From an optimization exercise on the open Yosys and OpenROAD flow, aimed at small area; shortcuts taken in it are not production practice. The RTL of this run was laid out without a check of its function.

$ cat flow/run.sh
#!/bin/bash
# synth_recipe.tcl (not shown) runs the flow's synth.tcl, then flattens the netlist and writes it again
# the make line also repeats each setting of config.mk as NAME=value (left out here)
make -C /OpenROAD-flow-scripts/flow DESIGN_CONFIG=/design/flow/config.mk WORK_HOME=/design/flow/orfs CLKGATE_MAP_FILE= SYNTH_SCRIPT=/design/flow/synth_recipe.tcl finish
$ cat flow/config.mk
export PLATFORM = sky130hd
export DESIGN_NAME = bsd_group
export DESIGN_NICKNAME = bsd_group
export VERILOG_FILES = /design/flow/design.v
export SDC_FILE = /design/flow/constraint.sdc
export NUM_CORES = 4
export LEC_CHECK = 0
export CAP_MARGIN = 20
export CORE_MARGIN = 2
export CORE_UTILIZATION = 40
export SLEW_MARGIN = 20
$ cat flow/constraint.sdc
create_clock -name core_clock -period 25.0 [get_ports {clk}]
set_input_delay 5.0000 -clock core_clock [delete_from_list [all_inputs] [get_ports {clk}]]
set_output_delay 5.0000 -clock core_clock [all_outputs]
set_load 0.01 [all_outputs]
$ cat flow/design.v
module bsd_chan (
    input  wire               clk,
    input  wire               rst,
    input  wire               bit_en,      
    input  wire               din,         
    input  wire               restart,     
    input  wire               blk_end,     
    input  wire               order4,      
    input  wire [5:0]         fast_r,
    input  wire signed [17:0] fr3_neg,     
    input  wire signed [11:0] fr2_neg,     
    input  wire signed [6:0]  fr1_neg,     
    input  wire               fast_en,
    input  wire signed [19:0] th_lo,       
    input  wire signed [19:0] th_hi,       
    input  wire signed [19:0] th_lo_in,    
    input  wire signed [19:0] th_hi_in,    
    input  wire [2:0]         fast_cnt,
    input  wire [12:0]        stuck_n,
    output reg  signed [37:0] s_data,
    output reg  signed [16:0] fast_val,
    output reg                fast_out,
    output wire               stuck
);
    wire signed [37:0] x = din ? 38'sd1 : -38'sd1;
    reg  signed [37:0] integ [0:3];
    reg  signed [37:0] comb_d [0:3];
    reg  signed [37:0] i_new [0:3];
    reg  signed [37:0] c_val [0:4];
    integer k;
    always @(*) begin
        if (restart) begin
            i_new[0] = x;
            i_new[1] = x;
            i_new[2] = x;
            i_new[3] = x;
        end else begin
            i_new[0] = integ[0] + x;
            i_new[1] = integ[1] + i_new[0];
            i_new[2] = integ[2] + i_new[1];
            i_new[3] = integ[3] + i_new[2];
        end
        c_val[0] = order4 ? i_new[3] : i_new[2];
        for (k = 0; k < 4; k = k + 1)
            c_val[k+1] = c_val[k] - comb_d[k];
    end
    always @(posedge clk) begin
        if (rst) begin
            for (k = 0; k < 4; k = k + 1) begin
                integ[k]  <= 38'sd0;
                comb_d[k] <= 38'sd0;
            end
            s_data <= 38'sd0;
        end else if (bit_en) begin
            for (k = 0; k < 4; k = k + 1)
                integ[k] <= i_new[k];
            if (restart) begin
                for (k = 0; k < 4; k = k + 1)
                    comb_d[k] <= 38'sd0;
            end else if (blk_end) begin
                for (k = 0; k < 4; k = k + 1)
                    comb_d[k] <= c_val[k];
                s_data <= order4 ? c_val[4] : c_val[3];
            end
        end
    end
    reg               hist1 [0:31];    
    reg signed [6:0]  hist2 [0:31];    
    reg signed [11:0] hist3 [0:31];    
    reg signed [6:0]  box1;
    reg signed [11:0] box2;
    reg signed [16:0] box3;
    wire [5:0] tap_m1 = fast_r - 6'd1;
    wire [4:0] tap    = tap_m1[4:0];
    wire signed [6:0]  x_f     = din ? 7'sd1 : -7'sd1;
    wire signed [6:0]  old1    = hist1[tap] ? 7'sd1 : -7'sd1;
    wire signed [6:0]  box1_n  = box1 + x_f - old1;
    wire signed [11:0] box2_n  = box2 + box1_n - hist2[tap];
    wire signed [16:0] box3_n  = box3 + box2_n - hist3[tap];
    wire signed [19:0] v = box3_n;
    wire out_now = (v < th_lo) || (v > th_hi);
    wire in_now  = (v >= th_lo_in) && (v <= th_hi_in);
    reg  [2:0] cnt_out, cnt_in;
    wire [2:0] cnt_out_n = out_now ? ((cnt_out == 3'd4) ? 3'd4 : cnt_out + 3'd1) : 3'd0;
    wire [2:0] cnt_in_n  = in_now  ? ((cnt_in  == 3'd4) ? 3'd4 : cnt_in  + 3'd1) : 3'd0;
    always @(posedge clk) begin
        if (rst) begin
            for (k = 0; k < 32; k = k + 1) begin
                hist1[k] <= 1'b0;
                hist2[k] <= fr1_neg;
                hist3[k] <= fr2_neg;
            end
            box1     <= fr1_neg;
            box2     <= fr2_neg;
            box3     <= fr3_neg[16:0];
            fast_val <= fr3_neg[16:0];
            fast_out <= 1'b0;
            cnt_out  <= 3'd0;
            cnt_in   <= 3'd0;
        end else begin
            if (bit_en) begin
                hist1[0] <= din;
                hist2[0] <= box1_n;
                hist3[0] <= box2_n;
                for (k = 1; k < 32; k = k + 1) begin
                    hist1[k] <= hist1[k-1];
                    hist2[k] <= hist2[k-1];
                    hist3[k] <= hist3[k-1];
                end
                box1     <= box1_n;
                box2     <= box2_n;
                box3     <= box3_n;
                fast_val <= box3_n;
                cnt_out  <= cnt_out_n;
                cnt_in   <= cnt_in_n;
                if (!fast_en)
                    fast_out <= 1'b0;
                else if (!fast_out && cnt_out_n >= fast_cnt)
                    fast_out <= 1'b1;
                else if (fast_out && cnt_in_n >= fast_cnt)
                    fast_out <= 1'b0;
            end else if (!fast_en) begin
                fast_out <= 1'b0;
            end
        end
    end
    reg [12:0] run_len;
    reg        last_bit;
    always @(posedge clk) begin
        if (rst) begin
            run_len  <= 13'd0;
            last_bit <= 1'b0;
        end else if (bit_en) begin
            last_bit <= din;
            if (run_len != 13'd0 && din == last_bit)
                run_len <= (run_len == 13'h1fff) ? run_len : run_len + 13'd1;
            else
                run_len <= 13'd1;
        end
    end
    assign stuck = (run_len >= stuck_n);
endmodule
module bsd_group (
    input  wire         clk,
    input  wire         rst,
    input  wire         bit_en,
    input  wire [3:0]   sdin,
    input  wire         sync,
    input  wire         order4,
    input  wire [9:0]   dec_r,
    input  wire [5:0]   fast_r,
    input  wire         fast_en,
    input  wire [17:0]  fast_lo,
    input  wire [17:0]  fast_hi,
    input  wire [16:0]  fast_hyst,
    input  wire [2:0]   fast_cnt,
    input  wire [12:0]  stuck_n,
    output reg          s_valid,
    output wire [151:0] s_data,
    output wire [67:0]  fast_val,
    output wire [3:0]   fast_out,
    output wire [3:0]   stuck
);
    localparam NCH = 4;
    reg  sync_pend;
    wire restart = sync | sync_pend;
    reg  [9:0] blk_cnt;
    wire [9:0] blk_cnt_n = restart ? 10'd1 : blk_cnt + 10'd1;
    wire       blk_end   = (blk_cnt_n == dec_r);
    always @(posedge clk) begin
        if (rst) begin
            sync_pend <= 1'b0;
            blk_cnt   <= 10'd0;
            s_valid   <= 1'b0;
        end else begin
            s_valid <= bit_en && blk_end;
            if (bit_en) begin
                sync_pend <= 1'b0;
                blk_cnt   <= blk_end ? 10'd0 : blk_cnt_n;
            end else if (sync) begin
                sync_pend <= 1'b1;
            end
        end
    end
    wire [11:0] fr2 = fast_r * fast_r;
    wire [17:0] fr3 = fr2 * fast_r;
    wire signed [6:0]  fr1_neg = -$signed({1'b0, fast_r});
    wire signed [11:0] fr2_neg = -$signed(fr2);
    wire signed [17:0] fr3_neg = -$signed(fr3);
    wire signed [19:0] th_lo    = $signed(fast_lo);
    wire signed [19:0] th_hi    = $signed(fast_hi);
    wire signed [19:0] th_lo_in = th_lo + $signed({3'b000, fast_hyst});
    wire signed [19:0] th_hi_in = th_hi - $signed({3'b000, fast_hyst});
    genvar c;
    generate
        for (c = 0; c < NCH; c = c + 1) begin : g_ch
            bsd_chan u_ch (
                .clk      (clk),
                .rst      (rst),
                .bit_en   (bit_en),
                .din      (sdin[c]),
                .restart  (restart),
                .blk_end  (blk_end),
                .order4   (order4),
                .fast_r   (fast_r),
                .fr3_neg  (fr3_neg),
                .fr2_neg  (fr2_neg),
                .fr1_neg  (fr1_neg),
                .fast_en  (fast_en),
                .th_lo    (th_lo),
                .th_hi    (th_hi),
                .th_lo_in (th_lo_in),
                .th_hi_in (th_hi_in),
                .fast_cnt (fast_cnt),
                .stuck_n  (stuck_n),
                .s_data   (s_data[38*c +: 38]),
                .fast_val (fast_val[17*c +: 17]),
                .fast_out (fast_out[c]),
                .stuck    (stuck[c])
            );
        end
    endgenerate
endmodule
==> summary.txt <==
Clock tree
  • CTS clock-pin slew for the worst setup and hold paths: 0.06 ns
  • CTS Buffer Depth: 4
  • TritonCTS buffer count: 456
  • Hold bufs inserted after CTS: 0
  • # resized after CTS: 0
  • Clock Sinks: 3,993
  • CTS tree: done
  • H-tree depth: 5
  • Clk Latency, worst-skew pair: 1.11 ns
  • Clock Root Buffer: clkbuf_16
  • Postcts setup bufs: 0

Global routing
  • Met2 usage: 38.6%
  • Vias in the first global route: 189,000
  • Initial antenna violation count: 44
  • GRT met1 Usage: 34.0%
  • Total GRT Usage: 24.5%
  • First-pass GRT wire length: 1180 mm
  • GRT busiest layer: met2
  • GR Layer Usage met3: 3.90%
  • GRT Residual Overflow: 0
  • Largest net degree at the start of global routing: 218

Layout
  • Finished Layout Cells: 35,200
  • Final-layout fill cell count: 58,900
  • Area growth syn-to-layout: 11.0%
  • Share of layout cells above drive strength 1: 4.94%
  • Register area: 0.104 mm^2
  • Multi-input gate area: 0.122 mm^2
  • Fin nets: 28,900

Routing
  • DRC Markers: 0
  • Initial DRC count: 21,400
  • Average wire per standard cell: 22.5 um
  • Routed Antenna Nets: 0
  • Total number of vias: 200,000
  • Routed WL: 791 mm
  • Vias per cell: 5.68
  • Drt first pass iters: 6

Synthesis
  • Synthesized area: 0.245 mm^2
  • Net Count, Synth: 29,100
  • Sequential share of the synthesized area: 42.5%
  • Post-synthesis register bit count: 3,993
  • Area share of the leading cell type in the synthesized netlist: 29.5%
  • Distinct cell type count after synthesis: 107
  • EDFF count, synth: 2,405
  • Top cell type by total area after synthesis: edfxtp_1
  • Syn Inst Count: 27,000
  • Synth top area cells: edfxtp_1, dfxtp_1, ha_1
  • Avg Cell Area, Syn: 9.09 um^2
  • Most used flip-flop cell after synthesis: edfxtp_1
  • Async S/R FF share, synth: 0%
  • Warning count from the yosys run: 9

Place
  • Port bufs: 323
  • Dpl hpwl: 529 mm
  • Cells after DPL: 34,300
  • Gpl congestion: 0.895

Timing
  • Final Cycle Share: 78.4%
  • Setup TNS: 0 ns
  • Max frequency: 51.0 MHz
  • Final hold slack: 0.437 ns
  • Fin. Hold Viols: 0
  • RSZ-0062 raised after global routing: no
  • Slew @ Worst Pin: 1.27 ns
  • Final setup viols: 0
  • Slew Viols, Final: 0
  • Final min period: 19.60 ns
  • Clock skew: 0.154 ns
  • Slew HR: 14.6%

Floorplan
  • Die height: 786 um
  • # IOs: 324
  • Core area: 0.610 mm^2
  • Row count: 287
  • Die width: 786 um
  • Area of the die: 0.619 mm^2
  • Initial Utilization: 40.1%

Setup path
  • Critical path class: in2reg
  • Critical path startpoint category: primary input
  • Top cell by count, worst path: a21oi_1
  • Endpoint class of the critical path: flop
  • Data required time of the critical path: 25.87 ns
  • Buf/Inv on CP: 4
  • Crit path max-delay family: compound AO/OA/AOI/OAI gates
  • Largest stage delay, worst path: 0.64 ns
  • Critical path fanouts, max: 46
  • CP arrival: 20.48 ns
  • Slowest library cell on the worst path: buf_4

Outcome
  • Outcome: complete, no violations

Flow run
  • Max-cap check violation count: 0

Hold path
  • Hold WC Path Type: reg2reg
[tightest hold or removal path: stages (launching register included)]
cell,delay (ns)
dfxtp_1,0.31
nand2_1,0.05
nand2_1,0.04
[synthesized netlist by cell type (all sizes together) (26+ instances only)]
master  number
inv       3720
o21ai     3434
edfxtp    2405
ha        1872
nand2     1800
nor2      1771
dfxtp     1588
a21oi     1458
clkbuf    1261
a22oi     1044
xnor2      964
a21o       596
a22o       383
xor2       371
o21a       364
a221oi     298
nand3      297
nand4      297
o21bai     276
nor3       275
mux2i      255
a211oi     227
fa         202
nand2b     201
nor2b      186
buf        146
a31oi      136
and2        99
and3        98
a21boi      75
a222oi      71
or3         67
o211ai      53
o31ai       53
nor4        51
a21bo       49
or2         48
o31a        35
a311oi      33
and4        32
a31o        31
o22ai       29
a211o       26
[layout by cell type, fill, tap and decap left out, drive strengths merged, types with 596 or more instances in the layout]
cell | Yosys | layout
clkbuf | 1261 | 616
nand2 | 1800 | 1800
a22oi | 1044 | 1044
nor2 | 1771 | 1771
dfxtp | 1588 | 1588
ha | 1872 | 1872
inv | 3720 | 3731
o21ai | 3434 | 3434
a21o | 596 | 596
edfxtp | 2405 | 2405
a21oi | 1458 | 1458
xnor2 | 964 | 964
[layer usage]
metal	share of wire, %	wire length [um]
met1	43	342000
met2	44	350000
met3	8.4	66400
met4	4.2	33100
met5	0.011	86
[final cells by class]
type / count / area share (%)
Multi-Input combinational cell: 17800 / 45.0
Sequential cell: 3993 / 38.3
Inverter: 3721 / 5.14
Clock buffer: 616 / 4.60
Tap cell: 8092 / 3.72
Timing Repair Buffer: 699 / 2.35
Clock inverter: 233 / 0.930
Antenna cell: 9 / 0.00828
[logic make-up (layout without fill, tap and decap cells)]
kind of cell    count (synthesis)  count (layout)  synth area share, %
compound gates               8870            8870                 22.9
simple gates                 5290            5290                 9.66
buf+inv                      5128            5269                 7.87
flops                        3993            3993                 42.5
fa+ha+maj                    2074            2074                 11.2
xor+xnor                     1341            1341                 4.84
mux                           260             260                 1.07
other cells                     0               9                    0
[state kept, by name, summed over array words and instances, names as in the netlist, named ones only]
name                cells
s_valid                 1
g_ch.u_ch.cnt_in       12
sync_pend               1
g_ch.u_ch.box2         36
g_ch.u_ch.fast_out      4
g_ch.u_ch.integ       608
g_ch.u_ch.last_bit      4
g_ch.u_ch.hist1       124
g_ch.u_ch.hist2       775
g_ch.u_ch.comb_d      608
g_ch.u_ch.run_len      52
g_ch.u_ch.fast_val     68
blk_cnt                10
g_ch.u_ch.hist3      1500
g_ch.u_ch.s_data      152
g_ch.u_ch.box1         25
g_ch.u_ch.cnt_out      12
[final timing paths]
| kind | endpoint | slack [ns] | start | cells after the start |
|---|---|---|---|---|
| max | g_ch[0].u_ch.s_data[37] | 5.40 | sdin[0] | 71 |
| min | g_ch[1].u_ch.integ[0][25] | 0.44 | g_ch[1].u_ch.integ[0][25] | 2 |
| max reg2reg | g_ch[0].u_ch.s_data[37] | 10.27 | g_ch[0].u_ch.integ[0][0] | 67 |
| min reg2reg | g_ch[1].u_ch.integ[0][25] | 0.44 | g_ch[1].u_ch.integ[0][25] | 2 |
[stage by stage]
step | area [um^2] | worst slack (ns) | utilization, %
after floorplan | 245000 | 0.996 | -
after global placement | 257000 | 4.33 | 42.1
after detailed placement | 257000 | 4.53 | 42.1
after CTS | 272000 | 5.58 | 44.5
after global routing | 272000 | 4.20 | 44.5
final | 272000 | 5.40 | 44.5

[port drivers added, routing unchanged]
The flow's constraints put no driver on any port. The routed layout listed below was extracted and timed again, unchanged, in two steps.
Step 1, drivers: a clkbuf_16 drives clk and a buf_2 each remaining input, both assumed.
Step 2 also shifts input and output timing later by t, the mid clock arrival at the registers, as if the neighbouring blocks saw the same clock.
Three values: no drivers, after step 1, after step 2; two values: the first two.
t (ns): 1.159
setup slack, ns: 5.396 / 5.502 / 4.343
clock arrival spread, ns: 0.155 / 0.154
cell pins on the clock port's net: 1
After both steps this run still meets setup and hold. For this run, drivers alone change the setup slack by +0.106 ns; drivers and shift together by -1.053 ns.
